Source: an optimization exercise on an open RTL-to-GDS flow (aim: small area, a short achievable clock period and few clock cycles per item). Production flows keep margins and buffers that such runs may drop. Where RTL was checked, it was by simulation tests only, not by an equivalence proof against the original. No functional check of the RTL was part of runs 1 and 4 to 6. Power figures rest on the tool's default switching activity, not on a simulated workload.

==> flow/design.v <==
module facet_tile (
    input  wire        clk,
    input  wire        rst,
    input  wire        start,
    input  wire [1:0]  cls,           
    input  wire [31:0] crc_in,        
    output wire        idle,
    input  wire        in_valid,
    input  wire [7:0]  in_data,
    output wire        in_ready,
    output reg         out_valid,
    output reg  [63:0] out_data,
    input  wire        out_ready,
    output reg         done,
    output wire [3:0]  done_cause,    
    output wire [7:0]  done_offset,   
    output wire [31:0] done_arg,      
    output wire [31:0] done_crc       
);
    localparam [3:0] P_HDR   = 4'd0,
                     P_U1    = 4'd1,
                     P_C1    = 4'd2,
                     P_E     = 4'd3,
                     P_B1    = 4'd4,
                     P_B2    = 4'd5,
                     P_BMAP  = 4'd6,
                     P_NLEN  = 4'd7,
                     P_NCOD  = 4'd8,
                     P_TRAIL = 4'd9;    
    reg         busy;
    reg  [1:0]  cls_q;
    reg  [8:0]  idx;          
    reg  [3:0]  pst;          
    reg         fail;         
    reg  [3:0]  cause;
    reg  [7:0]  offset;
    reg  [31:0] arg;
    reg  [31:0] crc;
    reg  [10:0] rem;          
    reg         rdy;
    reg         v0, v1;
    reg  [7:0]  h0, h1;
    reg         pend, pk_fill;
    reg  [7:0]  len_st, code_st;
    reg         run_act, run_fill;
    reg  [7:0]  run_left;     
    reg  [7:0]  run_code;     
    reg  [2:0]  q;            
    reg  [6:0]  bcnt;         
    reg         ofin;         
    assign idle        = !busy;
    assign in_ready    = rdy;
    assign done_cause  = cause;
    assign done_offset = offset;
    assign done_arg    = arg;
    assign done_crc    = crc;
    function [31:0] crc64;
        input [31:0] c;
        input [63:0] d;
        begin
            crc64[0] = ^(c & 32'h386F2C25) ^ ^(d & 64'h1F91CAF6386F2C25);
            crc64[1] = ^(c & 32'h70DE584B) ^ ^(d & 64'h3F2395EC70DE584B);
            crc64[2] = ^(c & 32'hE1BCB097) ^ ^(d & 64'h7E472BD8E1BCB097);
            crc64[3] = ^(c & 32'hC379612E) ^ ^(d & 64'hFC8E57B1C379612E);
            crc64[4] = ^(c & 32'hBE9DEE78) ^ ^(d & 64'hE68D6595BE9DEE78);
            crc64[5] = ^(c & 32'h4554F0D5) ^ ^(d & 64'hD28B01DD4554F0D5);
            crc64[6] = ^(c & 32'hB2C6CD8E) ^ ^(d & 64'hBA87C94CB2C6CD8E);
            crc64[7] = ^(c & 32'h5DE2B738) ^ ^(d & 64'h6A9E586F5DE2B738);
            crc64[8] = ^(c & 32'hBBC56E71) ^ ^(d & 64'hD53CB0DEBBC56E71);
            crc64[9] = ^(c & 32'h4FE5F0C6) ^ ^(d & 64'hB5E8AB4B4FE5F0C6);
            crc64[10] = ^(c & 32'hA7A4CDA9) ^ ^(d & 64'h74409C60A7A4CDA9);
            crc64[11] = ^(c & 32'h4F499B53) ^ ^(d & 64'hE88138C14F499B53);
            crc64[12] = ^(c & 32'hA6FC1A83) ^ ^(d & 64'hCE93BB74A6FC1A83);
            crc64[13] = ^(c & 32'h75971923) ^ ^(d & 64'h82B6BC1F75971923);
            crc64[14] = ^(c & 32'hD3411E63) ^ ^(d & 64'h1AFCB2C8D3411E63);
            crc64[15] = ^(c & 32'hA6823CC6) ^ ^(d & 64'h35F96591A6823CC6);
            crc64[16] = ^(c & 32'h4D04798C) ^ ^(d & 64'h6BF2CB234D04798C);
            crc64[17] = ^(c & 32'h9A08F318) ^ ^(d & 64'hD7E596469A08F318);
            crc64[18] = ^(c & 32'h0C7ECA15) ^ ^(d & 64'hB05AE67B0C7ECA15);
            crc64[19] = ^(c & 32'h2092B80F) ^ ^(d & 64'h7F2406002092B80F);
            crc64[20] = ^(c & 32'h4125701F) ^ ^(d & 64'hFE480C004125701F);
            crc64[21] = ^(c & 32'hBA25CC1B) ^ ^(d & 64'hE301D2F6BA25CC1B);
            crc64[22] = ^(c & 32'h4C24B412) ^ ^(d & 64'hD9926F1B4C24B412);
            crc64[23] = ^(c & 32'hA0264400) ^ ^(d & 64'hACB514C0A0264400);
            crc64[24] = ^(c & 32'h7823A425) ^ ^(d & 64'h46FBE3777823A425);
            crc64[25] = ^(c & 32'hF047484A) ^ ^(d & 64'h8DF7C6EEF047484A);
            crc64[26] = ^(c & 32'hD8E1BCB0) ^ ^(d & 64'h047E472BD8E1BCB0);
            crc64[27] = ^(c & 32'hB1C37961) ^ ^(d & 64'h08FC8E57B1C37961);
            crc64[28] = ^(c & 32'h6386F2C2) ^ ^(d & 64'h11F91CAF6386F2C2);
            crc64[29] = ^(c & 32'hC70DE584) ^ ^(d & 64'h23F2395EC70DE584);
            crc64[30] = ^(c & 32'h8E1BCB09) ^ ^(d & 64'h47E472BD8E1BCB09);
            crc64[31] = ^(c & 32'h1C379612) ^ ^(d & 64'h8FC8E57B1C379612);
        end
    endfunction
    wire [7:0] b = h0;
    wire [8:0] slen_m1 = (9'd256 >> cls_q) - 9'd1;
    wire wr_ok = !out_valid || out_ready;
    wire xfer  = out_valid && out_ready;
    wire       rn_can  = busy && !ofin && (run_act || pend);
    wire       rn_go   = rn_can && wr_ok;
    wire       f_fill  = run_act ? run_fill : pk_fill;
    wire [7:0] f_lm1   = run_act ? run_left : len_st;
    wire [3:0] space   = 4'd8 - {1'b0, q};
    wire       f_short = !f_fill && ({1'b0, f_lm1} < {5'd0, space});   
    wire [8:0] f_endl  = {6'd0, q} + {1'b0, f_lm1};                     
    wire       f_beat  = !f_short || (f_endl[3:0] == 4'd7);            
    wire       pend_use = rn_go && !run_act;
    wire ip_plain = busy && v0 && (pst != P_NLEN) && (pst != P_BMAP);
    wire nlen_go  = busy && v0 && (pst == P_NLEN) && (!pend || (!run_act && rn_can && wr_ok));
    wire bm_go    = busy && v0 && (pst == P_BMAP) && wr_ok;
    wire ip_acc   = ip_plain || nlen_go || bm_go;
    wire last_byte = (idx == slen_m1 + 9'd1) || (ip_acc && idx == slen_m1);
    wire og_fin    = ofin && wr_ok;
    wire push = in_valid && rdy;
    integer j;
    always @(posedge clk) begin
        if (ip_acc) begin
            h0 <= v1 ? h1 : in_data;
            v0 <= v1 || push;
            h1 <= in_data;
            v1 <= v1 && push;
            rdy <= 1'b1;
        end else begin
            if (!v0) h0 <= in_data;
            else if (!v1) h1 <= in_data;
            v0 <= v0 || push;
            v1 <= v1 || (v0 && push);
            rdy <= !(v1 || (v0 && push));
        end
        begin
            done <= 1'b0;
            if (xfer) begin
                out_valid <= 1'b0;
                crc <= crc64(crc, out_data);
            end
            if (rn_go) begin
                for (j = 0; j < 8; j = j + 1)
                    if (j >= q && (f_fill || j <= f_endl))
                        out_data[8*j +: 8] <= run_act ? run_code : code_st;
                if (f_beat) begin
                    out_valid <= 1'b1;
                    bcnt <= bcnt + 7'd1;
                    if (bcnt == 7'd127) ofin <= 1'b1;
                end
                q <= f_short ? f_endl[2:0] + 3'd1 : 3'd0;
                if (pend_use) begin
                    pend     <= 1'b0;
                    run_code <= code_st;
                    run_fill <= pk_fill;
                end
                if (f_fill)
                    run_act <= !(f_beat && bcnt == 7'd127);
                else
                    run_act <= !f_short;
                run_left <= f_lm1 - space[3:0];
            end
            if (bm_go) begin
                for (j = 0; j < 8; j = j + 1)
                    out_data[8*j +: 8] <= b[j] ? code_st : run_code;
                out_valid <= 1'b1;
                bcnt <= bcnt + 7'd1;
                if (bcnt == 7'd127) ofin <= 1'b1;
            end
            if (ip_acc)
                idx <= idx + 9'd1;
            if (bm_go && idx == 9'd130)
                pst <= P_TRAIL;
            if (nlen_go) begin
                if (idx == slen_m1) begin
                    fail <= 1'b1; cause <= 4'd6; offset <= idx[7:0];
                    pend <= 1'b1; pk_fill <= 1'b1; code_st <= 8'd0;
                    pst <= P_TRAIL;
                end else begin
                    len_st <= b;
                    pst <= P_NCOD;
                end
            end
            if (ip_plain) begin
                case (pst)
                    P_HDR: begin
                        if (b[4:0] != 5'd0) begin
                            fail <= 1'b1; cause <= 4'd4;
                            pend <= 1'b1; pk_fill <= 1'b1; code_st <= 8'd0;
                            pst <= P_TRAIL;
                        end else case (b[7:5])
                            3'd0: pst <= P_U1;
                            3'd1: begin cause <= 4'd14; pst <= P_C1; end
                            3'd7: begin cause <= 4'd15; pst <= P_E;
                                        pend <= 1'b1; pk_fill <= 1'b1; code_st <= 8'd0; end
                            3'd2: if (cls_q != 2'd0) begin
                                      fail <= 1'b1; cause <= 4'd7;
                                      pend <= 1'b1; pk_fill <= 1'b1; code_st <= 8'd0;
                                      pst <= P_TRAIL;
                                  end else
                                      pst <= P_B1;
                            3'd3: pst <= P_NLEN;
                            default: begin
                                fail <= 1'b1; cause <= 4'd3;
                                pend <= 1'b1; pk_fill <= 1'b1; code_st <= 8'd0;
                                pst <= P_TRAIL;
                            end
                        endcase
                    end
                    P_U1: begin
                        pend <= 1'b1; pk_fill <= 1'b1; code_st <= b;
                        pst <= P_TRAIL;
                    end
                    P_C1: begin
                        arg[7:0] <= b;
                        pend <= 1'b1; pk_fill <= 1'b1; code_st <= 8'd0;
                        pst <= P_TRAIL;
                    end
                    P_E: begin
                        case (idx[2:0])
                            3'd1:    arg[7:0]   <= b;
                            3'd2:    arg[15:8]  <= b;
                            3'd3:    arg[23:16] <= b;
                            default: arg[31:24] <= b;
                        endcase
                        if (idx[2:0] == 3'd4) pst <= P_TRAIL;
                    end
                    P_B1: begin run_code <= b; pst <= P_B2; end
                    P_B2: begin code_st  <= b; pst <= P_BMAP; end
                    P_NCOD: begin
                        if (rem[10:8] == 3'd0 && len_st >= rem[7:0]) begin
                            fail <= 1'b1; cause <= 4'd6; offset <= idx[7:0] - 8'd1;
                            pend <= 1'b1; pk_fill <= 1'b1; code_st <= 8'd0;
                            pst <= P_TRAIL;
                        end else begin
                            pend <= 1'b1; pk_fill <= 1'b0; code_st <= b;
                            rem <= rem - {3'd0, len_st} - 11'd1;
                            pst <= (rem == {3'd0, len_st} + 11'd1) ? P_TRAIL : P_NLEN;
                        end
                    end
                    default: if (!fail && b != 8'd0) begin    
                        fail <= 1'b1; cause <= 4'd4; offset <= idx[7:0]; arg <= 32'd0;
                    end
                endcase
            end
            if (busy && last_byte && og_fin) begin
                done <= 1'b1;
                busy <= 1'b0;
            end
            if (!busy) begin
                busy     <= start;
                cls_q    <= cls;
                crc      <= crc_in;
                idx      <= 9'd0;
                pst      <= P_HDR;
                fail     <= 1'b0;
                cause    <= 4'd0;
                offset   <= 8'd0;
                arg      <= 32'd0;
                rem      <= 11'd1024;
                pend     <= 1'b0;
                run_act  <= 1'b0;
                q        <= 3'd0;
                bcnt     <= 7'd0;
                ofin     <= 1'b0;
            end
        end
        if (rst) begin
            busy      <= 1'b0;
            out_valid <= 1'b0;
            done      <= 1'b0;
            v0        <= 1'b0;
            v1        <= 1'b0;
            rdy       <= 1'b1;
        end
    end
endmodule
==> flow/run.sh <==
#!/bin/bash
# synth_recipe.tcl (not shown) runs the flow's synth.tcl, then flattens the netlist and writes it again
# the make line also repeats each setting of config.mk as NAME=value (left out here)
make -C /OpenROAD-flow-scripts/flow DESIGN_CONFIG=/design/flow/config.mk WORK_HOME=/design/flow/orfs CLKGATE_MAP_FILE= SYNTH_SCRIPT=/design/flow/synth_recipe.tcl finish
==> flow/config.mk <==
export PLATFORM = sky130hd
export DESIGN_NAME = facet_tile
export DESIGN_NICKNAME = facet_tile
export VERILOG_FILES = /design/flow/design.v
export SDC_FILE = /design/flow/constraint.sdc
export NUM_CORES = 4
export LEC_CHECK = 0
export CAP_MARGIN = 20
export CORE_MARGIN = 2
export CORE_UTILIZATION = 40
export PLACE_DENSITY = 0.6
export SLEW_MARGIN = 20
==> flow/constraint.sdc <==
create_clock -name core_clock -period 10.0 [get_ports {clk}]
set_input_delay 2.0000 -clock core_clock [delete_from_list [all_inputs] [get_ports {clk}]]
set_output_delay 2.0000 -clock core_clock [all_outputs]
set_load 0.01 [all_outputs]
==> results of run 1 <==
## cell usage in the layout, fill, tap and decap left out, types with 5 or more instances in the layout
cell / instances
xnor2_1: 476
clkdlybuf4s50_1: 190
edfxtp_1: 131
nor2_1: 122
xor2_1: 111
dfxtp_1: 104
mux2_2: 96
a21oi_1: 81
nand2_1: 74
mux2i_1: 50
o21ai_0: 43
inv_1: 41
ha_1: 37
nand3_1: 30
clkbuf_16: 30
nor3_1: 29
xnor2_2: 16
a21o_1: 15
and2_1: 14
nor2b_1: 13
buf_4: 13
a31oi_1: 12
and3_1: 10
clkbuf_1: 9
a211oi_1: 8
nor3b_1: 8
a22o_1: 8
a21oi_2: 8
or3_1: 7
o221ai_1: 7
clkinv_2: 7
o21a_1: 6
nand2b_1: 6
nand4_1: 6
o221a_2: 5
## layout make-up
| class | instances | area (um^2) | share of cell area (%) |
|---|---|---|---|
| multi-input combinational | 1367 | 10830 | 52.22 |
| sequential | 236 | 6037 | 29.12 |
| timing repair buffer | 204 | 2004 | 9.669 |
| clock buffer | 42 | 813.3 | 3.923 |
| tap | 585 | 732.0 | 3.531 |
| inverter | 43 | 161.4 | 0.7786 |
| clock inverter | 14 | 156.4 | 0.7544 |
## routing by layer
metal | GRT usage, % | share of wire, % | up-vias
met2 | 46.67 | 48 | 531
met4 | 10.78 | 4.8 | 2
met5 | 0 | 0.022 | -
li1 | - | - | 6197
met3 | 3.914 | 6.3 | 144
met1 | 33.00 | 40 | 6493
## power by group through the flow
| stage | sequential [mW] | combinational (mW) | clock [mW] |
|---|---|---|---|
| floorplan | 1.40 | 4.40 | 0 |
| global placement | 1.49 | 5.99 | 0 |
| detailed placement | 1.49 | 5.99 | 0 |
| CTS | 1.47 | 6.03 | 1.09 |
| global route | 1.49 | 6.38 | 1.13 |
| finish | 1.48 | 6.02 | 1.07 |
## worst min-delay path: cells and delay by family (launching register included)
| family | cells | cell delay, ns |
|---|---|---|
| simple gates | 1 | 0.05 |
| compound gates | 1 | 0.05 |
| flops | 1 | 0.31 |
## registers in the layout (all words and copies together), names as in the netlist, 4 cells and up
| signal | count |
|---|---|
| arg | 32 |
| bcnt | 7 |
| cause | 4 |
| code_st | 8 |
| crc | 32 |
| h0 | 8 |
| h1 | 8 |
| idx | 9 |
| len_st | 8 |
| offset | 8 |
| out_data | 64 |
| pst | 4 |
| rem | 11 |
| run_code | 8 |
| run_left | 8 |
## worst min-delay path by stage
| stage | from | endpoint | depth (start not counted) | slack (ns) |
|---|---|---|---|---|
| 2_1_floorplan | h0[1] | len_st[1] | 0 | 0.42 |
| 3_3_place_gp | arg[7] | arg[7] | 2 | 0.44 |
| 4_1_cts | arg[7] | arg[7] | 2 | 0.47 |
| 6_report | arg[7] | arg[7] | 2 | 0.47 |
| 5_1_grt | arg[6] | arg[6] | 2 | 0.49 |
| 3_5_place_dp | arg[7] | arg[7] | 2 | 0.46 |
## cell families (layout without fill, tap and decap cells)
group,count (synthesis),in the layout
AO/OA/AOI/OAI,234,234
XOR/XNOR,613,613
adder cells (fa/ha/maj),40,40
buffers and inverters,130,303
flip-flops,236,236
multiplexers,147,147
AND/OR/NAND/NOR,333,333
==> results.cfg, run 1 <==
[run_status]
outcome = complete, no violations

[job]
cap_violations = 0

[global_routing]
grt_pass1_vias = 13510
grt_pass1_wl_mm = 88.46
grt_max_degree = 57
grt.overflow.total = 0
antenna_found_initial = 1
grt_usage_pct = 26.70

[pwr]
power.internal_mw = 4.707
switching_power_mw = 3.867
power_density_mw_per_mm2 = 413.5
ir_worst_vdd_uv = 330.8
comb_power_share_pct = 70.3
p_leak_nw = 7.171
p_total_mw = 8.573
seq_power_share_pct = 17.2
switching_share_pct = 45.10
clkPwrFrac_pct = 12.5

[route]
drtPass1Iterations = 7
drc = 0
routed_wl_mm = 60.39
wire_per_inst_um = 24.24
via_per_inst = 5.366
vias = 13370
ant_nets = 0
initialDrtViolationCount = 1391

[layout]
fill_cells = 4107
nets = 1969
utilization_pct = 48.23
drive_gt1_share_pct = 10.81
diodes = 0
area_delta_synth_final_pct = 19.49
layoutNonFillerInstCount = 2491
fin_area_mm2 = 0.02073

[yosys]
ys_warn_count = 1
synth_xor_area_share_pct = 32.38
synthMuxAreaShare_pct = 9.202
synth_enable_flop_cells = 131
syn_inst = 1733
synth_flop_cell = edfxtp_1
synth-simple-area-share_pct = 8.928
synth_area_mm2 = 0.01735
yosys-top-cells-area = xnor2_1 24%, edfxtp_1 23%, dfxtp_1 12%, mux2_2 6.2%, xor2_1 5.6%
synth-compound-area-share_pct = 8.762
ys_seq_area_share_pct = 34.79
ys_ff_latch = 236
yosysTopAreaCell = xnor2_1
synth.most_common_cell = xnor2_1
yosysTopAreaCellShare_pct = 24.08
syn_area_per_cell_um2 = 10.01
ys_types = 73
ys_async_sr_fraction_pct = 0
synth_top_family_by_area = XOR/XNOR gates
ys_top_cells_by_count = 477 x xnor2_1, 131 x edfxtp_1, 122 x nor2_1
synth_fa_ha_area_share_pct = 3.015
synth_fp_nets = 1820

[setup_path]
critPathCaptureType = flip-flop
worst_ep_arrival_time_ns = 4.71
cp_num_buf_inv = 1
crit_path_end = out_data[21]
crit_top_cell = nand2_1
worst-endpoint-required_ns = 10.21
path_depth = 12
r2r.worst_path.cells = 12
reg2reg_slack_ns = 5.50
cpPeakStageDelay_ns = 0.99
cp-startpoint = run_act
r2r_start = run_act
path_cells = nand2_1 -> o21a_1 -> inv_1 -> ha_1 -> a21o_1 -> a21oi_1 -> nor3_1 -> a2111oi_2 -> o221ai_1 -> or2_2 -> o311ai_1 -> nand2_1
slowest_stage = dfxtp_1
r2r_end = out_data[21]
path_class = flip-flop to flip-flop
critical-path-top-delay-family = compound AO/OA/AOI/OAI gates
cp_max_fo = 25
crit_path_start_kind = flip-flop

[placed_design]
placedCellCount = 2435
portBuffers = 190
dp_worst_setup_slack_ns = 5.150
place_hpwl_mm = 46.94
gp_congestion = 1.022
place_area_mm2 = 0.01976

[timing]
slew_viol_final = 0
fin_setup_tns_ns = 0
fin_hold_ws_ns = 0.4661
final.setup_skew_ns = 0.01099
fmax_ghz = 0.2223
max_slew_margin_pct = 26.40
fin_crit_ns = 4.498
hold_viol_final = 0
worst_slack_ns = 5.502
grt_setup_unrepaired = no
tightest_slew_ns = 1.092
finalSetupViolCount = 0
post-route-period-util_pct = 44.98

[clocking]
postCtsSetupRepairBufs = 0
cts-buffers-inserted = 30
clock_latency_ns = 0.60
clock_sinks = 236
cts_tree = built
htreeDepth = 1
clk_pin_slew_worst_paths_ns = 0.06
clk_path_buf_depth = 3
cts_root_buf = clkbuf_16
ctsResizeCount = 0
hold_buffers = 0

[floorplanning]
die_h_um = 212.3
core.rowCount = 76
io-pin-count = 191
start_util_pct = 40.36
die_w_um = 212.3
die_area_mm2 = 0.04505
core_area_mm2 = 0.04298

[hold_path]
hold_class = flip-flop to flip-flop
==> inputs of run 2 (changes only) <==
--- a/flow/design.v
+++ b/flow/design.v
@@ -106,8 +106,14 @@
     wire       f_beat  = !f_short || (f_endl[3:0] == 4'd7);            
     wire       pend_use = rn_go && !run_act;
-    wire ip_plain = busy && v0 && (pst != P_NLEN) && (pst != P_BMAP);
-    wire nlen_go  = busy && v0 && (pst == P_NLEN) && (!pend || (!run_act && rn_can && wr_ok));
-    wire bm_go    = busy && v0 && (pst == P_BMAP) && wr_ok;
-    wire ip_acc   = ip_plain || nlen_go || bm_go;
+    reg ip_can;
+    always @(*) begin
+        case (pst)
+            P_NLEN:  ip_can = !pend || (!run_act && rn_can && wr_ok);
+            P_BMAP:  ip_can = wr_ok;
+            default: ip_can = 1'b1;
+        endcase
+    end
+    wire ip_acc = busy && v0 && ip_can;
+    wire bm_go  = ip_acc && (pst == P_BMAP);
     wire last_byte = (idx == slen_m1 + 9'd1) || (ip_acc && idx == slen_m1);
     wire og_fin    = ofin && wr_ok;
@@ -128,5 +134,12 @@
             rdy <= !(v1 || (v0 && push));
         end
-        begin
+        if (rst) begin
+            busy      <= 1'b0;
+            out_valid <= 1'b0;
+            done      <= 1'b0;
+            v0        <= 1'b0;
+            v1        <= 1'b0;
+            rdy       <= 1'b1;
+        end else begin
             done <= 1'b0;
             if (xfer) begin
@@ -162,19 +175,6 @@
                 if (bcnt == 7'd127) ofin <= 1'b1;
             end
-            if (ip_acc)
+            if (ip_acc) begin
                 idx <= idx + 9'd1;
-            if (bm_go && idx == 9'd130)
-                pst <= P_TRAIL;
-            if (nlen_go) begin
-                if (idx == slen_m1) begin
-                    fail <= 1'b1; cause <= 4'd6; offset <= idx[7:0];
-                    pend <= 1'b1; pk_fill <= 1'b1; code_st <= 8'd0;
-                    pst <= P_TRAIL;
-                end else begin
-                    len_st <= b;
-                    pst <= P_NCOD;
-                end
-            end
-            if (ip_plain) begin
                 case (pst)
                     P_HDR: begin
@@ -222,4 +222,15 @@
                     P_B1: begin run_code <= b; pst <= P_B2; end
                     P_B2: begin code_st  <= b; pst <= P_BMAP; end
+                    P_BMAP: if (idx == 9'd130) pst <= P_TRAIL;
+                    P_NLEN: begin
+                        if (idx == slen_m1) begin
+                            fail <= 1'b1; cause <= 4'd6; offset <= idx[7:0];
+                            pend <= 1'b1; pk_fill <= 1'b1; code_st <= 8'd0;
+                            pst <= P_TRAIL;
+                        end else begin
+                            len_st <= b;
+                            pst <= P_NCOD;
+                        end
+                    end
                     P_NCOD: begin
                         if (rem[10:8] == 3'd0 && len_st >= rem[7:0]) begin
@@ -260,12 +271,4 @@
             end
         end
-        if (rst) begin
-            busy      <= 1'b0;
-            out_valid <= 1'b0;
-            done      <= 1'b0;
-            v0        <= 1'b0;
-            v1        <= 1'b0;
-            rdy       <= 1'b1;
-        end
     end
 endmodule
==> results.cfg, run 2 <==
[run_status]
outcome = complete, no violations

[pwr]
power_density_mw_per_mm2 = 423.3
seq_power_share_pct = 17.1
comb_power_share_pct = 70.2
clkPwrFrac_pct = 12.7
p_total_mw = 8.704
p_leak_nw = 7.062
switching_power_mw = 3.859
switching_share_pct = 44.34
power.internal_mw = 4.845
ir_worst_vdd_uv = 272.9

[global_routing]
grt.overflow.total = 0
antenna_found_initial = 0
grt_pass1_vias = 12160
grt_usage_pct = 24.63
grt_max_degree = 47
grt_pass1_wl_mm = 80.38

[timing]
max_slew_margin_pct = 26.58
finalSetupViolCount = 0
hold_viol_final = 0
fin_crit_ns = 4.669
tightest_slew_ns = 1.089
fin_setup_tns_ns = 0
slew_viol_final = 0
worst_slack_ns = 5.331
post-route-period-util_pct = 46.69
grt_setup_unrepaired = no
final.setup_skew_ns = 0.03539
fmax_ghz = 0.2142

[floorplanning]
die_area_mm2 = 0.04465
core_area_mm2 = 0.04223
core.rowCount = 75
start_util_pct = 40.71
die_h_um = 211.3
die_w_um = 211.3
io-pin-count = 191

[clocking]
clock_sinks = 236
cts_tree = built
hold_buffers = 0
postCtsSetupRepairBufs = 0
clk_path_buf_depth = 3
htreeDepth = 1
clock_latency_ns = 0.60
cts_root_buf = clkbuf_16
ctsResizeCount = 0
clk_pin_slew_worst_paths_ns = 0.06
cts-buffers-inserted = 28

[layout]
layout_common_cells = 416 x xnor2_1, 230 x edfxtp_1, 190 x clkdlybuf4s50_1, 110 x xor2_1, 104 x nor2_1
drive_gt1_share_pct = 12.63
layout_commonest_cell = xnor2_1
area_delta_synth_final_pct = 19.63
top_regs = out_data (64), arg (32), crc (32)
fin_area_mm2 = 0.02056
diodes = 0
nets = 1759
regMostFlops = out_data
largest_reg_flops = 64

[yosys]
synth.most_common_cell = xnor2_1
ys_warn_count = 1
yosysTopAreaCell = edfxtp_1
ys_top_cells_by_count = 416 x xnor2_1, 230 x edfxtp_1, 110 x xor2_1
ys_seq_area_share_pct = 40.88
ys_types = 67
yosysTopAreaCellShare_pct = 40.18
synth_flop_cell = edfxtp_1
syn_area_per_cell_um2 = 11.37
yosys-top-cells-area = edfxtp_1 40%, xnor2_1 21%, mux2_2 6.2%, xor2_1 5.6%, xnor2_2 2.9%
synth_fp_nets = 1599
synth_enable_flop_cells = 230
syn_inst = 1512
ys_ff_latch = 236
synth_area_mm2 = 0.01719
ys_async_sr_fraction_pct = 0

[placed_design]
portBuffers = 190
place_hpwl_mm = 42.37
dp_worst_setup_slack_ns = 4.699
gp_congestion = 0.9762
place_area_mm2 = 0.01956

[setup_path]
critical-path-top-delay-family = buffers and inverters
cpPeakStageDelay_ns = 0.73
slowest_stage = clkdlybuf4s50_1
critPathCaptureType = flip-flop
cp_max_fo = 15
worst-endpoint-required_ns = 10.22
path_depth = 6
path_cells = clkdlybuf4s50_1 -> inv_1 -> nand2_1 -> inv_1 -> a31oi_1 -> a31oi_1
crit_path_start_kind = primary input
cp_num_buf_inv = 3
worst_ep_arrival_time_ns = 4.89
path_class = primary input to flip-flop
r2r.worst_path.cells = 11

[route]
drtPass1Iterations = 6
via_per_inst = 5.324
initialDrtViolationCount = 1032
routed_wl_mm = 54.89
vias = 11890
drc = 0
ant_nets = 0
wire_per_inst_um = 24.58

[hold_path]
hold_class = flip-flop to flip-flop
holdPathStages = 2

[job]
cap_violations = 0
-- run 2: cell families (layout without fill, tap and decap cells) --
family	after synthesis	after routing	share of synthesized area, %
compound gates	163	163	6.034
fa+ha+maj	40	40	3.042
simple gates	264	264	7.169
xor+xnor	584	584	33.11
buf+inv	116	298	2.737
flops	236	236	40.88
mux	109	109	7.031
-- run 2: stage by stage --
step | utilization (%) | hold WS [ns] | cells
after CTS | 48.70 | 0.5000 | 2233
after global routing | 48.70 | 0.5509 | 2233
after global placement | 46.33 | 0.4848 | 2181
after detailed placement | 46.33 | 0.4884 | 2181
final | 48.70 | 0.4995 | 2233
after floorplan | - | 0.4244 | 1512
-- run 2: routing by layer --
layer  GRT usage [%]  routed length (um)  share of wire, %
met1           29.90               21700                40
met3           3.649                3095               5.6
met2           43.01               27170                49
met4           11.56                2933               5.3
met5               0                   0                 0
-- run 2: power by group through the flow --
stage,sequential (mW),clock (mW),combinational [mW]
2_1_floorplan,1.48,0,4.54
3_3_place_gp,1.51,0,6.09
3_5_place_dp,1.51,0,6.08
4_1_cts,1.49,1.13,6.13
5_1_grt,1.51,1.16,6.49
6_report,1.49,1.11,6.11
-- run 2: worst min-delay path, delay by kind of cell, from the launching register on --
family	cells	cell delay, ns
and+or+nand+nor	1	0.07
DFF	1	0.32
AOI/OAI and AO/OA	1	0.06
-- run 2: path summary, 6_finish.rpt --
check            start         to  slack [ns]
min reg2reg        rdy         v0        0.50
max reg2reg  len_st[0]  offset[3]        6.10
min                rdy         v0        0.50
max                rst  offset[3]        5.33
-- run 2: area by class of cell --
cell class / instances / area, um^2
clock buffers: 28 / 700.7
clock inverters: 24 / 301.5
fillers: 3863 / 21660
inverters: 50 / 187.7
multi-input cells: 1160 / 9723
flip-flops and latches: 236 / 7030
well taps: 539 / 674.4
repair buffers: 196 / 1947
Testbench counts of run 2, summed over its fixed seeds: cycles 528,443, tiles 1,920.
==> inputs of run 3 (changes only) <==
--- a/flow/design.v
+++ b/flow/design.v
@@ -134,12 +134,5 @@
             rdy <= !(v1 || (v0 && push));
         end
-        if (rst) begin
-            busy      <= 1'b0;
-            out_valid <= 1'b0;
-            done      <= 1'b0;
-            v0        <= 1'b0;
-            v1        <= 1'b0;
-            rdy       <= 1'b1;
-        end else begin
+        begin
             done <= 1'b0;
             if (xfer) begin
@@ -271,4 +264,12 @@
             end
         end
+        if (rst) begin
+            busy      <= 1'b0;
+            out_valid <= 1'b0;
+            done      <= 1'b0;
+            v0        <= 1'b0;
+            v1        <= 1'b0;
+            rdy       <= 1'b1;
+        end
     end
 endmodule
==> results.cfg, run 3 <==
[run_status]
outcome = complete, no violations

[layout]
layout_common_cells = 433 x xnor2_1, 190 x clkdlybuf4s50_1, 140 x edfxtp_1, 106 x xor2_1, 95 x dfxtp_1
diodes = 0
top_regs = out_data (64), arg (32), crc (32)
largest_reg_flops = 64
nets = 1838
fill_cells = 3773
drive_gt1_share_pct = 11.34
utilization_pct = 48.55
regMostFlops = out_data
area_delta_synth_final_pct = 20.12
layout_commonest_cell = xnor2_1

[setup_path]
slowest_stage = nor3b_1
cpPeakStageDelay_ns = 0.70
cp_max_fo = 30
path_class = primary input to flip-flop
worst_ep_arrival_time_ns = 4.99
crit_path_start_kind = primary input
path_cells = clkdlybuf4s50_1 -> nand2b_1 -> a31oi_1 -> o21bai_1 -> nand3_1 -> buf_4 -> a21oi_1 -> and2_1 -> nor3b_1 -> a22o_1
critPathCaptureType = flip-flop
reg2reg_slack_ns = 6.25
worst-endpoint-required_ns = 10.51

[global_routing]
grt_max_degree = 77
antenna_found_initial = 0
grt.overflow.total = 0
grt_pass1_vias = 12110
grt_pass1_wl_mm = 78.04
grt_usage_pct = 24.67

[route]
ant_nets = 0
routed_wl_mm = 52.99
wire_per_inst_um = 23.00
drc = 0
vias = 12220
via_per_inst = 5.303
drtPass1Iterations = 5
initialDrtViolationCount = 1052

[pwr]
comb_power_share_pct = 70.7
switching_share_pct = 45.67
p_leak_nw = 6.782
ir_worst_vdd_uv = 302.1
power.internal_mw = 4.373
switching_power_mw = 3.677
clkPwrFrac_pct = 12.4
power_density_mw_per_mm2 = 407.9
seq_power_share_pct = 16.9

[clocking]
clock_sinks = 236
clock_latency_ns = 0.58
hold_buffers = 0
clk_path_buf_depth = 3
ctsResizeCount = 0
cts_tree = built
cts-buffers-inserted = 27
cts_root_buf = clkbuf_16
clk_pin_slew_worst_paths_ns = 0.06
postCtsSetupRepairBufs = 0
htreeDepth = 1

[floorplanning]
core.rowCount = 74
die_w_um = 206.7
start_util_pct = 40.42
die_h_um = 206.7
io-pin-count = 191
core_area_mm2 = 0.04065
die_area_mm2 = 0.04271

[timing]
hold_viol_final = 0
fin_crit_ns = 4.475
tightest_slew_ns = 1.060
finalSetupViolCount = 0
grt_setup_unrepaired = no
post-route-period-util_pct = 44.75
final.setup_skew_ns = 0.01383
fin_setup_tns_ns = 0
fmax_ghz = 0.2234
max_slew_margin_pct = 28.82
slew_viol_final = 0

[yosys]
ys_types = 70
ys_seq_area_share_pct = 37.29
synth_flop_cell = edfxtp_1
yosys-top-cells-area = edfxtp_1 26%, xnor2_1 23%, dfxtp_1 12%, mux2_2 6.4%, xor2_1 5.7%
ys_async_sr_fraction_pct = 0
ys_warn_count = 1
synth_area_mm2 = 0.01643
synth_fp_nets = 1675
synth.most_common_cell = xnor2_1
synth_enable_flop_cells = 140
ys_ff_latch = 236
syn_area_per_cell_um2 = 10.35
ys_top_cells_by_count = 433 x xnor2_1, 140 x edfxtp_1, 106 x xor2_1
yosysTopAreaCell = edfxtp_1
syn_inst = 1588
yosysTopAreaCellShare_pct = 25.59

[placed_design]
portBuffers = 190
place_hpwl_mm = 40.10
gp_congestion = 0.9819

[job]
cap_violations = 0

[hold_path]
hold_class = flip-flop to flip-flop
==> run 3: kinds of logic after synthesis <==
| group | share of synthesized area [%] |
|---|---|
| AOI/OAI and AO/OA | 8.020 |
| xor gates and xnor gates | 31.39 |
| adders and majority gates | 3.184 |
| buffers and inverters | 2.963 |
| DFF | 37.29 |
| muxes | 8.545 |
| and+or+nand+nor | 8.614 |
==> run 3: metrics by stage <==
stage | cell area (um^2) | std cells | setup slack (ns) | hold slack [ns] | total power [mW]
floorplan | 16430 | 1588 | 5.866 | 0.4244 | 5.403
global placement | 18850 | 2254 | 5.013 | 0.4539 | 6.986
detailed placement | 18850 | 2254 | 4.905 | 0.4590 | 6.992
CTS | 19730 | 2304 | 5.535 | 0.4788 | 8.048
global route | 19730 | 2304 | 5.238 | 0.5035 | 8.420
finish | 19730 | 2304 | 5.525 | 0.4762 | 8.050
==> run 3: cell type report <==
cell class                      instances  area, um^2  share of cell area (%)
Sequential cell                       236        6127                   31.05
Inverter                               43       161.4                  0.8179
Multi-Input combinational cell       1231        9833                   49.83
Timing Repair Buffer                  212        2067                   10.47
Tap cell                              532       665.6                   3.373
Clock buffer                           32       704.4                   3.570
Clock inverter                         18       175.2                  0.8877
==> run 3: worst paths after layout <==
path	start	endpoint	cells after the start
worst max-delay path	out_ready	arg[29]	10
worst min-delay path	fail	fail	1
worst max register to register	q[1]	bcnt[2]	13
worst min register to register	fail	fail	1
==> run 3: critical path: cells and delay by family <==
kind / cells / cell delay [ns]
AOI/OAI and AO/OA: 4 / 0.90
and+or+nand+nor: 4 / 1.25
buffers and inverters: 2 / 0.81
==> run 3: per-layer routing <==
layer | up-vias | routed length [um] | track usage [%]
li1 | 5733 | - | -
met1 | 5893 | 22270 | 31.93
met2 | 471 | 25030 | 41.28
met3 | 121 | 3388 | 4.176
met4 | 0 | 2292 | 9.235
met5 | - | 0 | 0
==> run 3: power groups by stage <==
| stage | sequential (mW) | clock [mW] | combinational, mW |
|---|---|---|---|
| after floorplan | 1.35 | 0 | 4.05 |
| after global placement | 1.38 | 0 | 5.61 |
| after detailed placement | 1.38 | 0 | 5.61 |
| after CTS | 1.36 | 1.03 | 5.66 |
| after global routing | 1.37 | 1.06 | 5.99 |
| final | 1.36 | 1.00 | 5.69 |
Testbench counts of run 3, summed over its fixed seeds: cycles 528,443, tiles 1,920.
==> inputs of run 4 (changes only) <==
--- a/flow/design.v
+++ b/flow/design.v
@@ -37,12 +37,13 @@
     reg  [31:0] arg;
     reg  [31:0] crc;
-    reg  [10:0] rem;          
+    reg  [10:0] p_last;       
     reg         rdy;
     reg         v0, v1;
     reg  [7:0]  h0, h1;
-    reg         pend, pk_fill;
-    reg  [7:0]  len_st, code_st;
-    reg         run_act, run_fill;
-    reg  [7:0]  run_left;     
+    reg         pend;
+    reg  [9:0]  pend_l;
+    reg  [7:0]  code_st;
+    reg         run_act;
+    reg  [9:0]  run_l;        
     reg  [7:0]  run_code;     
     reg  [2:0]  q;            
@@ -99,21 +100,13 @@
     wire       rn_can  = busy && !ofin && (run_act || pend);
     wire       rn_go   = rn_can && wr_ok;
-    wire       f_fill  = run_act ? run_fill : pk_fill;
-    wire [7:0] f_lm1   = run_act ? run_left : len_st;
-    wire [3:0] space   = 4'd8 - {1'b0, q};
-    wire       f_short = !f_fill && ({1'b0, f_lm1} < {5'd0, space});   
-    wire [8:0] f_endl  = {6'd0, q} + {1'b0, f_lm1};                     
-    wire       f_beat  = !f_short || (f_endl[3:0] == 4'd7);            
+    wire [9:0] f_l     = run_act ? run_l : pend_l;
+    wire       f_on    = f_l[9:3] != bcnt;                    
+    wire       f_beat  = f_on || (f_l[2:0] == 3'd7);          
     wire       pend_use = rn_go && !run_act;
-    reg ip_can;
-    always @(*) begin
-        case (pst)
-            P_NLEN:  ip_can = !pend || (!run_act && rn_can && wr_ok);
-            P_BMAP:  ip_can = wr_ok;
-            default: ip_can = 1'b1;
-        endcase
-    end
-    wire ip_acc = busy && v0 && ip_can;
-    wire bm_go  = ip_acc && (pst == P_BMAP);
+    wire ip_plain = busy && v0 && (pst != P_NLEN) && (pst != P_BMAP);
+    wire nlen_go  = busy && v0 && (pst == P_NLEN) && (!pend || (!run_act && rn_can && wr_ok));
+    wire [10:0] n_last = p_last + {3'd0, pend_l[7:0]} + 11'd1;
+    wire bm_go    = busy && v0 && (pst == P_BMAP) && wr_ok;
+    wire ip_acc   = ip_plain || nlen_go || bm_go;
     wire last_byte = (idx == slen_m1 + 9'd1) || (ip_acc && idx == slen_m1);
     wire og_fin    = ofin && wr_ok;
@@ -142,5 +135,5 @@
             if (rn_go) begin
                 for (j = 0; j < 8; j = j + 1)
-                    if (j >= q && (f_fill || j <= f_endl))
+                    if (j >= q && (f_on || j <= f_l[2:0]))
                         out_data[8*j +: 8] <= run_act ? run_code : code_st;
                 if (f_beat) begin
@@ -149,15 +142,11 @@
                     if (bcnt == 7'd127) ofin <= 1'b1;
                 end
-                q <= f_short ? f_endl[2:0] + 3'd1 : 3'd0;
+                q <= f_beat ? 3'd0 : f_l[2:0] + 3'd1;
                 if (pend_use) begin
                     pend     <= 1'b0;
                     run_code <= code_st;
-                    run_fill <= pk_fill;
+                    run_l    <= pend_l;
                 end
-                if (f_fill)
-                    run_act <= !(f_beat && bcnt == 7'd127);
-                else
-                    run_act <= !f_short;
-                run_left <= f_lm1 - space[3:0];
+                run_act <= f_on;
             end
             if (bm_go) begin
@@ -168,11 +157,24 @@
                 if (bcnt == 7'd127) ofin <= 1'b1;
             end
-            if (ip_acc) begin
+            if (ip_acc)
                 idx <= idx + 9'd1;
+            if (bm_go && idx == 9'd130)
+                pst <= P_TRAIL;
+            if (nlen_go) begin
+                if (idx == slen_m1) begin
+                    fail <= 1'b1; cause <= 4'd6; offset <= idx[7:0];
+                    pend <= 1'b1; pend_l <= 10'd1023; code_st <= 8'd0;
+                    pst <= P_TRAIL;
+                end else begin
+                    pend_l[7:0] <= b;
+                    pst <= P_NCOD;
+                end
+            end
+            if (ip_plain) begin
                 case (pst)
                     P_HDR: begin
                         if (b[4:0] != 5'd0) begin
                             fail <= 1'b1; cause <= 4'd4;
-                            pend <= 1'b1; pk_fill <= 1'b1; code_st <= 8'd0;
+                            pend <= 1'b1; pend_l <= 10'd1023; code_st <= 8'd0;
                             pst <= P_TRAIL;
                         end else case (b[7:5])
@@ -180,8 +182,8 @@
                             3'd1: begin cause <= 4'd14; pst <= P_C1; end
                             3'd7: begin cause <= 4'd15; pst <= P_E;
-                                        pend <= 1'b1; pk_fill <= 1'b1; code_st <= 8'd0; end
+                                        pend <= 1'b1; pend_l <= 10'd1023; code_st <= 8'd0; end
                             3'd2: if (cls_q != 2'd0) begin
                                       fail <= 1'b1; cause <= 4'd7;
-                                      pend <= 1'b1; pk_fill <= 1'b1; code_st <= 8'd0;
+                                      pend <= 1'b1; pend_l <= 10'd1023; code_st <= 8'd0;
                                       pst <= P_TRAIL;
                                   end else
@@ -190,5 +192,5 @@
                             default: begin
                                 fail <= 1'b1; cause <= 4'd3;
-                                pend <= 1'b1; pk_fill <= 1'b1; code_st <= 8'd0;
+                                pend <= 1'b1; pend_l <= 10'd1023; code_st <= 8'd0;
                                 pst <= P_TRAIL;
                             end
@@ -196,10 +198,10 @@
                     end
                     P_U1: begin
-                        pend <= 1'b1; pk_fill <= 1'b1; code_st <= b;
+                        pend <= 1'b1; pend_l <= 10'd1023; code_st <= b;
                         pst <= P_TRAIL;
                     end
                     P_C1: begin
                         arg[7:0] <= b;
-                        pend <= 1'b1; pk_fill <= 1'b1; code_st <= 8'd0;
+                        pend <= 1'b1; pend_l <= 10'd1023; code_st <= 8'd0;
                         pst <= P_TRAIL;
                     end
@@ -215,24 +217,13 @@
                     P_B1: begin run_code <= b; pst <= P_B2; end
                     P_B2: begin code_st  <= b; pst <= P_BMAP; end
-                    P_BMAP: if (idx == 9'd130) pst <= P_TRAIL;
-                    P_NLEN: begin
-                        if (idx == slen_m1) begin
-                            fail <= 1'b1; cause <= 4'd6; offset <= idx[7:0];
-                            pend <= 1'b1; pk_fill <= 1'b1; code_st <= 8'd0;
+                    P_NCOD: begin
+                        if (n_last[10]) begin
+                            fail <= 1'b1; cause <= 4'd6; offset <= idx[7:0] - 8'd1;
+                            pend <= 1'b1; pend_l <= 10'd1023; code_st <= 8'd0;
                             pst <= P_TRAIL;
                         end else begin
-                            len_st <= b;
-                            pst <= P_NCOD;
-                        end
-                    end
-                    P_NCOD: begin
-                        if (rem[10:8] == 3'd0 && len_st >= rem[7:0]) begin
-                            fail <= 1'b1; cause <= 4'd6; offset <= idx[7:0] - 8'd1;
-                            pend <= 1'b1; pk_fill <= 1'b1; code_st <= 8'd0;
-                            pst <= P_TRAIL;
-                        end else begin
-                            pend <= 1'b1; pk_fill <= 1'b0; code_st <= b;
-                            rem <= rem - {3'd0, len_st} - 11'd1;
-                            pst <= (rem == {3'd0, len_st} + 11'd1) ? P_TRAIL : P_NLEN;
+                            pend <= 1'b1; pend_l <= n_last[9:0]; code_st <= b;
+                            p_last <= n_last;
+                            pst <= (n_last[9:0] == 10'd1023) ? P_TRAIL : P_NLEN;
                         end
                     end
@@ -256,5 +247,5 @@
                 offset   <= 8'd0;
                 arg      <= 32'd0;
-                rem      <= 11'd1024;
+                p_last   <= 11'h7FF;
                 pend     <= 1'b0;
                 run_act  <= 1'b0;
==> results.cfg, run 4 <==
[yosys]
ys_seq_area_share_pct = 35.80
synth_fp_nets = 1703
syn_area_per_cell_um2 = 10.26
ys_top_cells_by_count = 412 x xnor2_1, 129 x nor2_1, 124 x edfxtp_1
synth_enable_flop_cells = 124
synth_area_mm2 = 0.01677
syn_inst = 1635
yosys-top-cells-area = edfxtp_1 22%, xnor2_1 22%, dfxtp_1 14%, mux2_2 6.4%, xor2_1 6.2%
synth.most_common_cell = xnor2_1
yosysTopAreaCellShare_pct = 22.20
yosysTopAreaCell = edfxtp_1
ys_warn_count = 1
ys_types = 67
ys_ff_latch = 238
ys_async_sr_fraction_pct = 0
synth_flop_cell = edfxtp_1

[layout]
utilization_pct = 48.11
diodes = 0
top_regs = out_data (64), arg (32), crc (32)
largest_reg_flops = 64
layout_common_cells = 412 x xnor2_1, 190 x clkdlybuf4s50_1, 129 x nor2_1, 124 x edfxtp_1, 119 x xor2_1
drive_gt1_share_pct = 13.02
nets = 1850
layout_commonest_cell = xnor2_1
regMostFlops = out_data
area_delta_synth_final_pct = 19.49

[global_routing]
grt_usage_pct = 25.97
grt.overflow.total = 0
grt_pass1_wl_mm = 84.27
grt_max_degree = 62
grt_pass1_vias = 12380
antenna_found_initial = 0

[setup_path]
slowest_stage = and3_1
path_class = primary input to flip-flop
critPathCaptureType = flip-flop
r2r_start = pend_l[0]
worst_ep_arrival_time_ns = 4.79
crit_path_start_kind = primary input
cp_max_fo = 13
path_cells = clkdlybuf4s50_1 -> nand2b_1 -> nand2_1 -> o31ai_1 -> and3_1 -> nor3_1 -> buf_4 -> nor4_1 -> nand3_1 -> xnor2_1 -> nor2_1
critical-path-top-delay-family = simple AND/OR/NAND/NOR gates
cpPeakStageDelay_ns = 0.52
worst-endpoint-required_ns = 10.45
cp-startpoint = out_ready
cp_num_buf_inv = 2

[timing]
fmax_ghz = 0.2304
fin_crit_ns = 4.340
finalSetupViolCount = 0
final.setup_skew_ns = 0.02691
max_slew_margin_pct = 29.08
grt_setup_unrepaired = no
tightest_slew_ns = 1.052
hold_viol_final = 0
fin_setup_tns_ns = 0
slew_viol_final = 0
post-route-period-util_pct = 43.40

[clocking]
clk_pin_slew_worst_paths_ns = 0.06
clk_path_buf_depth = 3
cts_root_buf = clkbuf_16
cts-buffers-inserted = 29
hold_buffers = 0
clock_latency_ns = 0.59
postCtsSetupRepairBufs = 0
ctsResizeCount = 0
clock_sinks = 238
cts_tree = built
htreeDepth = 1

[hold_path]
hold_class = flip-flop to flip-flop
hp-start = p_last[10]

[pwr]
p_total_mw = 8.486
p_leak_nw = 7.071
power_density_mw_per_mm2 = 423.4
ir_worst_vdd_uv = 235.2

[floorplanning]
start_util_pct = 40.26
die_w_um = 208.8
die_area_mm2 = 0.04359
io-pin-count = 191
die_h_um = 208.8
core.rowCount = 75
core_area_mm2 = 0.04167

[route]
via_per_inst = 5.453
vias = 12780
drc = 0
drtPass1Iterations = 5
routed_wl_mm = 57.50
initialDrtViolationCount = 1176
ant_nets = 0
wire_per_inst_um = 24.53

[job]
cap_violations = 0

[placed_design]
portBuffers = 190
gp_congestion = 0.9759
place_hpwl_mm = 44.81

[run_status]
outcome = complete, no violations
-- run 4: cell count changes after synthesis, sizes merged, moves of 16 or more --
cell / delta
buf: +18
mux2i: +17
edfxtp: -16
nor2: +39
xor2: +21
dfxtp: +18
inv: -27
ha: -17
-- run 4: path summary, 6_finish.rpt --
kind | slack, ns | end | cells after the start
hold / removal | 0.46 | p_last[10] | 2
setup / recovery | 5.66 | idx[7] | 11
hold reg to reg | 0.46 | p_last[10] | 2
setup reg to reg | 5.85 | pend_l[0] | 12
-- run 4: final cells by class --
class	count	area [um^2]
clock buffer	39	818.3
clock inverter	15	132.6
fill	3950	21620
inverter	15	56.30
multi-input combinational	1296	10360
sequential	238	6007
tap	539	674.4
timing repair buffer	202	1989
-- run 4: worst reg2reg max path: stages (launching register included) --
cell	delay [ns]
dfxtp_1	0.38
inv_1	0.11
ha_1	0.22
fa_1	0.41
nor2b_1	0.13
o21ai_1	0.10
a21oi_1	0.32
o2111ai_1	0.21
xor2_1	0.45
nor2_1	0.32
a21oi_1	0.89
o21ai_0	0.31
a2bb2oi_1	0.20
-- run 4: where the power goes --
group / switching (mW) / internal [mW] / total [mW]
logic: 3.08 / 2.84 / 5.93
clock network: 0.447 / 0.605 / 1.05
registers: 0.250 / 1.26 / 1.51
-- run 4: logic make-up (layout without fill, tap and decap cells) --
family	Yosys count	after routing	synth area share, %
multiplexers	147	147	9.518
buffers and inverters	101	271	2.521
flip-flops	238	238	35.80
AO/OA/AOI/OAI	225	225	8.496
adder cells (fa/ha/maj)	21	21	1.611
AND/OR/NAND/NOR	320	320	8.638
XOR/XNOR	583	583	33.41
-- run 4: per-stage QoR --
| step | std cells | area [um^2] | worst slack [ns] | hold slack (ns) |
|---|---|---|---|---|
| after floorplan | 1635 | 16770 | 5.984 | 0.4305 |
| after global placement | 2289 | 19080 | 5.259 | 0.4442 |
| after detailed placement | 2289 | 19090 | 5.152 | 0.4514 |
| after CTS | 2343 | 20040 | 5.746 | 0.4614 |
| after global routing | 2344 | 20040 | 5.477 | 0.4958 |
| final | 2344 | 20040 | 5.660 | 0.4574 |
-- run 4: layer usage --
layer  share of wire [%]  track usage, %
met4                 3.7           8.941
met3                 8.1           4.944
met5                   0               0
met2                  45           41.06
met1                  43           35.58
==> inputs of run 5 (changes only) <==
--- a/flow/config.mk
+++ b/flow/config.mk
@@ -9,4 +9,6 @@
 export CORE_MARGIN = 2
 export CORE_UTILIZATION = 40
+export CTS_BUF_LIST = sky130_fd_sc_hd__clkbuf_4 sky130_fd_sc_hd__clkbuf_8
+export CTS_CLUSTER_SIZE = 30
 export PLACE_DENSITY = 0.6
 export SLEW_MARGIN = 20
==> results.cfg, run 5 <==
[layout]
layoutNonFillerInstCount = 2373
diodes = 0
nets = 1866
drive_gt1_share_pct = 14.18
layout_common_cells = 412 x xnor2_1, 190 x clkdlybuf4s50_1, 129 x nor2_1, 124 x edfxtp_1, 119 x xor2_1
layout_commonest_cell = xnor2_1
multi_input_area_mm2 = 0.01036
utilization_pct = 48.37
regMostFlops = out_data
fill_cells = 3956
largest_reg_flops = 64
area_delta_synth_final_pct = 20.15
regArea_mm2 = 0.006007
top_regs = out_data (64), arg (32), crc (32)

[clocking]
cts_tree = built
clock_latency_ns = 0.64
cts_root_buf = clkbuf_8
postCtsSetupRepairBufs = 0
ctsResizeCount = 0
clock_sinks = 238
cts-buffers-inserted = 45
hold_buffers = 0
htreeDepth = 2
clk_pin_slew_worst_paths_ns = 0.06
clk_path_buf_depth = 3

[yosys]
ys_ff_latch = 238
ys_types = 67
ys_top_cells_by_count = 412 x xnor2_1, 129 x nor2_1, 124 x edfxtp_1
ys_warn_count = 1
synth.most_common_cell = xnor2_1
syn_area_per_cell_um2 = 10.26
syn_inst = 1635
ys_async_sr_fraction_pct = 0
synth_fp_nets = 1703
synth_enable_flop_cells = 124
yosysTopAreaCell = edfxtp_1
ys_seq_area_share_pct = 35.80
synth_area_mm2 = 0.01677
yosys-top-cells-area = edfxtp_1 22%, xnor2_1 22%, dfxtp_1 14%, mux2_2 6.4%, xor2_1 6.2%
yosysTopAreaCellShare_pct = 22.20
synth_flop_cell = edfxtp_1

[pwr]
switching_power_mw = 3.814
comb_power_share_pct = 69.2
seq_power_share_pct = 17.5
switching_share_pct = 44.32
power_density_mw_per_mm2 = 427.0
p_total_mw = 8.605
power.internal_mw = 4.791
p_leak_nw = 7.157
clkPwrFrac_pct = 13.4
ir_worst_vdd_uv = 233.1

[timing]
finalSetupViolCount = 0
max_slew_margin_pct = 30.12
tightest_slew_ns = 1.037
fin_crit_ns = 4.264
slew_viol_final = 0
fin_setup_tns_ns = 0
post-route-period-util_pct = 42.64
fmax_ghz = 0.2345
grt_setup_unrepaired = no
final.setup_skew_ns = 0.04514
hold_viol_final = 0
worst_slack_ns = 5.736

[route]
drc = 0
via_per_inst = 5.393
ant_nets = 0
drtPass1Iterations = 6
routed_wl_mm = 57.81
initialDrtViolationCount = 1080
wire_per_inst_um = 24.36
vias = 12800

[global_routing]
antenna_found_initial = 1
grt.overflow.total = 0
grt_max_degree = 62
grt_pass1_wl_mm = 84.60
grt_usage_pct = 26.21
grt_pass1_vias = 12610

[placed_design]
dp_worst_setup_slack_ns = 5.152
place_hpwl_mm = 44.81
gp_congestion = 0.9759
portBuffers = 190
placedCellCount = 2289

[hold_path]
hold_class = flip-flop to flip-flop
hp-start = p_last[10]
min_to = p_last[10]
holdPathStages = 2

[floorplanning]
core.rowCount = 75
die_h_um = 208.8
core_area_mm2 = 0.04167
die_area_mm2 = 0.04359
start_util_pct = 40.26
die_w_um = 208.8
io-pin-count = 191

[job]
cap_violations = 0

[setup_path]
r2r.worst_path.cells = 12
crit_path_start_kind = primary input
worst-endpoint-required_ns = 10.50
path_class = primary input to flip-flop
cpPeakStageDelay_ns = 0.52
slowest_stage = and3_1
r2r_start = pend_l[0]
path_cells = clkdlybuf4s50_1 -> nand2b_1 -> nand2_1 -> o31ai_1 -> and3_1 -> nor3_1 -> buf_4 -> nor4_1 -> nand3_1 -> xnor2_1 -> nor2_1
cp_max_fo = 13
r2r_end = pend_l[0]
reg2reg_slack_ns = 5.88
worst_ep_arrival_time_ns = 4.76
critPathCaptureType = flip-flop

[run_status]
outcome = complete, no violations
-- run 5: cell count changes in the layout (fill, tap and decap cells not counted), sizes merged --
| cell | previous run | this run |
|---|---|---|
| clkinv | 8 | 19 |
| inv | 18 | 16 |
| clkbuf | 40 | 55 |
| clkinvlp | 3 | 0 |
| bufinv | 1 | 9 |
-- run 5: worst max-delay path by stage --
| stage | from | endpoint | slack [ns] | depth (start not counted) |
|---|---|---|---|---|
| 6_report | out_ready | idx[7] | 5.74 | 11 |
| 4_1_cts | busy | idle | 5.79 | 2 |
| 5_1_grt | out_ready | idx[7] | 5.54 | 11 |
| 3_3_place_gp | out_ready | idx[7] | 5.26 | 11 |
| 2_1_floorplan | out_ready | out_data[0] | 5.98 | 6 |
| 3_5_place_dp | out_ready | idx[5] | 5.15 | 11 |
-- run 5: power by group through the flow --
stage                     Clock (mW)  Sequential [mW]  Combinational [mW]
final                           1.15             1.50                5.95
after global routing            1.22             1.52                6.37
after CTS                       1.18             1.50                5.96
after global placement             0             1.52                5.92
after floorplan                    0             1.43                4.51
after detailed placement           0             1.52                5.93
-- run 5: kinds of logic after synthesis --
family,after synthesis,share of synthesized area [%]
multiplexers,147,9.518
AND/OR/NAND/NOR,320,8.638
flip-flops,238,35.80
adder cells (fa/ha/maj),21,1.611
buffers and inverters,101,2.521
XOR/XNOR,583,33.41
AO/OA/AOI/OAI,225,8.496
-- run 5: final cells by class --
| cell class | count | area share [%] |
|---|---|---|
| clock buffers | 54 | 3.408 |
| well taps | 539 | 3.346 |
| clock inverters | 29 | 1.856 |
| multi-input cells | 1296 | 51.43 |
| inverters | 15 | 0.2794 |
| flip-flops and latches | 238 | 29.81 |
| repair buffers | 202 | 9.871 |
-- run 5: critical path: cells and delay by family --
kind                   cells  cell delay, ns
XOR/XNOR                   1            0.17
buffers and inverters      2            0.68
AND/OR/NAND/NOR            7            1.65
AO/OA/AOI/OAI              1            0.23
-- run 5: metal layers --
metal  vias to the layer above  GRT usage [%]  routed length (um)
met2                       545          40.64               25500
met3                       126          5.636                4584
met4                         0          11.08                2512
li1                       5921              -                   -
met1                      6205          35.37               25220
met5                         -              0                   0
-- run 5: stage by stage --
| stage | hold WS, ns | instance area [um^2] |
|---|---|---|
| after floorplan | 0.4305 | 16770 |
| after global placement | 0.4442 | 19080 |
| after detailed placement | 0.4514 | 19090 |
| after CTS | 0.4615 | 20150 |
| after global routing | 0.4956 | 20150 |
| final | 0.4593 | 20150 |
==> inputs of run 6 (changes only) <==
--- a/flow/design.v
+++ b/flow/design.v
@@ -44,4 +44,6 @@
     reg  [9:0]  pend_l;
     reg  [7:0]  code_st;
+    reg  [7:0]  len_st;       
+    reg         bm;           
     reg         run_act;
     reg  [9:0]  run_l;        
@@ -98,5 +100,5 @@
     wire wr_ok = !out_valid || out_ready;
     wire xfer  = out_valid && out_ready;
-    wire       rn_can  = busy && !ofin && (run_act || pend);
+    wire       rn_can  = busy && !ofin && !bm && (run_act || pend);
     wire       rn_go   = rn_can && wr_ok;
     wire [9:0] f_l     = run_act ? run_l : pend_l;
@@ -104,9 +106,11 @@
     wire       f_beat  = f_on || (f_l[2:0] == 3'd7);          
     wire       pend_use = rn_go && !run_act;
-    wire ip_plain = busy && v0 && (pst != P_NLEN) && (pst != P_BMAP);
-    wire nlen_go  = busy && v0 && (pst == P_NLEN) && (!pend || (!run_act && rn_can && wr_ok));
-    wire [10:0] n_last = p_last + {3'd0, pend_l[7:0]} + 11'd1;
-    wire bm_go    = busy && v0 && (pst == P_BMAP) && wr_ok;
-    wire ip_acc   = ip_plain || nlen_go || bm_go;
+    wire ip_plain = busy && v0 && (pst != P_NLEN) && (pst != P_BMAP) &&
+                    (pst != P_NCOD || !pend);
+    wire nlen_go  = busy && v0 && (pst == P_NLEN) && (!pend || idx != slen_m1);
+    wire ip_bm    = busy && v0 && (pst == P_BMAP) && !run_act;
+    wire ip_acc   = ip_plain || nlen_go || ip_bm;
+    wire bm_go    = busy && bm && pend && wr_ok;
+    wire [10:0] n_last = p_last + {3'd0, len_st} + 11'd1;
     wire last_byte = (idx == slen_m1 + 9'd1) || (ip_acc && idx == slen_m1);
     wire og_fin    = ofin && wr_ok;
@@ -152,12 +156,27 @@
             if (bm_go) begin
                 for (j = 0; j < 8; j = j + 1)
-                    out_data[8*j +: 8] <= b[j] ? code_st : run_code;
+                    out_data[8*j +: 8] <= pend_l[j] ? code_st : run_code;
                 out_valid <= 1'b1;
                 bcnt <= bcnt + 7'd1;
                 if (bcnt == 7'd127) ofin <= 1'b1;
+                if (run_act) begin
+                    pend_l[7:0] <= run_l[7:0];
+                    run_act <= 1'b0;
+                end else if (ip_bm)
+                    pend_l[7:0] <= b;
+                else
+                    pend <= 1'b0;
+            end else if (ip_bm) begin
+                if (pend) begin
+                    run_l[7:0] <= b;
+                    run_act <= 1'b1;
+                end else begin
+                    pend_l[7:0] <= b;
+                    pend <= 1'b1;
+                end
             end
             if (ip_acc)
                 idx <= idx + 9'd1;
-            if (bm_go && idx == 9'd130)
+            if (ip_bm && idx == 9'd130)
                 pst <= P_TRAIL;
             if (nlen_go) begin
@@ -167,5 +186,5 @@
                     pst <= P_TRAIL;
                 end else begin
-                    pend_l[7:0] <= b;
+                    len_st <= b;
                     pst <= P_NCOD;
                 end
@@ -187,6 +206,8 @@
                                       pend <= 1'b1; pend_l <= 10'd1023; code_st <= 8'd0;
                                       pst <= P_TRAIL;
-                                  end else
+                                  end else begin
+                                      bm  <= 1'b1;
                                       pst <= P_B1;
+                                  end
                             3'd3: pst <= P_NLEN;
                             default: begin
@@ -250,4 +271,5 @@
                 pend     <= 1'b0;
                 run_act  <= 1'b0;
+                bm       <= 1'b0;
                 q        <= 3'd0;
                 bcnt     <= 7'd0;
--- a/flow/config.mk
+++ b/flow/config.mk
@@ -9,6 +9,4 @@
 export CORE_MARGIN = 2
 export CORE_UTILIZATION = 40
-export CTS_BUF_LIST = sky130_fd_sc_hd__clkbuf_4 sky130_fd_sc_hd__clkbuf_8
-export CTS_CLUSTER_SIZE = 30
 export PLACE_DENSITY = 0.6
 export SLEW_MARGIN = 20
==> results.cfg, run 6 <==
[floorplanning]
io-pin-count = 191
start_util_pct = 40.33
die_area_mm2 = 0.04483
die_h_um = 211.7
die_w_um = 211.7
core_area_mm2 = 0.04279
core.rowCount = 76

[clocking]
ctsResizeCount = 0
postCtsSetupRepairBufs = 0
cts_tree = built
clk_pin_slew_worst_paths_ns = 0.06
htreeDepth = 1
clock_latency_ns = 0.61
clk_path_buf_depth = 3
hold_buffers = 0
cts_root_buf = clkbuf_16
clock_sinks = 247
cts-buffers-inserted = 29

[layout]
drive_gt1_share_pct = 12.76
layout_commonest_cell = xnor2_1
fill_cells = 4024
layoutNonFillerInstCount = 2411
layout_common_cells = 404 x xnor2_1, 190 x clkdlybuf4s50_1, 139 x nor2_1, 124 x edfxtp_1, 122 x dfxtp_1
diodes = 0
largest_reg_flops = 64
nets = 1909
utilization_pct = 48.06
fin_area_mm2 = 0.02057
regMostFlops = out_data
area_delta_synth_final_pct = 19.17
top_regs = out_data (64), arg (32), crc (32)

[yosys]
synth_enable_flop_cells = 124
synth_area_mm2 = 0.01726
synth_fp_nets = 1767
yosys-top-cells-area = edfxtp_1 22%, xnor2_1 21%, dfxtp_1 14%, mux2_2 6.2%, xor2_1 4.4%
synth.most_common_cell = xnor2_1
yosysTopAreaCellShare_pct = 21.57
ys_seq_area_share_pct = 35.84
yosysTopAreaCell = edfxtp_1
ys_top_cells_by_count = 404 x xnor2_1, 139 x nor2_1, 124 x edfxtp_1
synth_flop_cell = edfxtp_1
ys_async_sr_fraction_pct = 0
syn_inst = 1700
ys_warn_count = 1
ys_ff_latch = 247
ys_types = 75
syn_area_per_cell_um2 = 10.15

[timing]
fin_crit_ns = 5.003
fmax_ghz = 0.1999
finalSetupViolCount = 0
slew_viol_final = 0
post-route-period-util_pct = 50.03
max_slew_margin_pct = 30.27
fin_hold_ws_ns = 0.4652
grt_setup_unrepaired = no
tightest_slew_ns = 1.035
final.setup_skew_ns = 0.02196
worst_slack_ns = 4.997
hold_viol_final = 0
fin_setup_tns_ns = 0

[placed_design]
gp_congestion = 1.008
placedCellCount = 2357
place_hpwl_mm = 45.88
dp_worst_setup_slack_ns = 4.434
portBuffers = 190
place_area_mm2 = 0.01955

[pwr]
p_leak_nw = 7.163
ir_worst_vdd_uv = 252.8
power_density_mw_per_mm2 = 412.8
p_total_mw = 8.491

[global_routing]
grt.overflow.total = 0
grt_usage_pct = 26.40
grt_max_degree = 61
grt_pass1_vias = 13040
grt_pass1_wl_mm = 87.14
antenna_found_initial = 0

[setup_path]
crit_path_start_kind = primary input
critPathCaptureType = flip-flop
worst_ep_arrival_time_ns = 5.35
path_class = primary input to flip-flop
cp_max_fo = 14
worst-endpoint-required_ns = 10.35

[route]
vias = 13280
wire_per_inst_um = 24.69
drc = 0
routed_wl_mm = 59.54
initialDrtViolationCount = 962
via_per_inst = 5.508
ant_nets = 0
drtPass1Iterations = 5

[hold_path]
hold_class = flip-flop to flip-flop

[job]
cap_violations = 0

[run_status]
outcome = complete, no violations
-- run 6: cell types whose count changed after synthesis, moves of 11 or more --
cell      previous run  this run
o211ai_1             4        15
xor2_1             119        86
nor3_1              12        24
clkbuf_1            48        59
a21oi_1             67        88
xnor2_2             30        44
-- run 6: logic make-up (layout without fill, tap and decap cells) --
logic type	Yosys count	in the layout	synth area share, %
adder cells (fa/ha/maj)	20	20	1.493
XOR/XNOR	553	553	31.14
multiplexers	154	154	9.620
flip-flops	247	247	35.84
AO/OA/AOI/OAI	256	256	9.483
AND/OR/NAND/NOR	355	355	9.548
buffers and inverters	115	280	2.871
-- run 6: cell type report --
class	count	area (um^2)	area share, %
Multi-Input combinational cell	1338	10600	51.52
Sequential cell	247	6187	30.08
Timing Repair Buffer	203	1999	9.721
Clock buffer	39	818.3	3.979
Tap cell	546	683.2	3.322
Clock inverter	15	196.4	0.9551
Inverter	23	86.33	0.4198
-- run 6: layer usage --
layer	track usage [%]	vias to the layer above	routed length, um
met3	4.539	134	4234
li1	-	6146	-
met5	0	-	0
met4	11.27	0	2825
met1	33.94	6436	24770
met2	43.70	563	27710
-- run 6: path summary, 6_finish.rpt --
path                                  from      endpoint  slack [ns]  depth (start not counted)
worst min-delay path            p_last[10]    p_last[10]        0.47                          2
worst max register to register   p_last[0]     offset[1]        6.36                         12
worst max-delay path             out_ready  out_data[52]        5.00                          7
worst min register to register  p_last[10]    p_last[10]        0.47                          2
-- run 6: worst max-delay path: stages --
cell and delay, ns:
clkdlybuf4s50_1 0.48, nand2b_1 0.17, nor2b_1 0.55, and2_1 0.64, nor2_1 0.35, a21oi_1 0.74
mux2_2 0.42
-- run 6: where the power goes --
part	internal (mW)	total, mW	leakage, nW	switching [mW]
Combinational	2.81	5.81	4.48	3.00
Sequential	1.30	1.55	2.19	0.247
Clock	0.660	1.13	0.497	0.470
Total	4.78	8.49	7.16	3.72

[port drivers added, routing unchanged]
How much do the figures lean on ideal ports? The routed layouts below were timed once more, with nothing changed but the port constraints. Step 1: set_driving_cell puts a clkbuf_16 on clk and a buf_2 on each other input, an assumption about the parent block. Step 2 times the ports against the registers' clock, not the clock port: input delays grow and output delays shrink by t, the midpoint of the rising clock arrivals with the driver on. Slacks: ideal / step 1 / step 2; pairs: ideal / step 1.
run	t (ns)	setup slack, ns	hold WS [ns]	latest minus earliest clock arrival (ns)	cell pins on the clock port's net
run 1	0.649	5.502 / 5.502 / 5.104	0.466 / 0.466 / 0.466	0.011 / 0.011	1
run 2	0.636	5.331 / 5.362 / 4.726	0.500 / 0.500 / 0.500	0.038 / 0.038	1
run 3	0.626	5.525 / 5.555 / 4.929	0.476 / 0.476 / 0.476	0.014 / 0.014	1
run 4	0.631	5.660 / 5.693 / 5.062	0.457 / 0.457 / 0.457	0.027 / 0.027	1
run 5	0.665	5.736 / 5.764 / 5.099	0.459 / 0.459 / 0.459	0.045 / 0.045	1
run 6	0.649	4.997 / 4.990 / 4.340	0.465 / 0.465 / 0.465	0.023 / 0.023	1
After both steps every run listed still meets setup and hold. The setup slack of run 6, which loses most, moves by -0.007 ns with the drivers and by -0.657 ns with both steps.
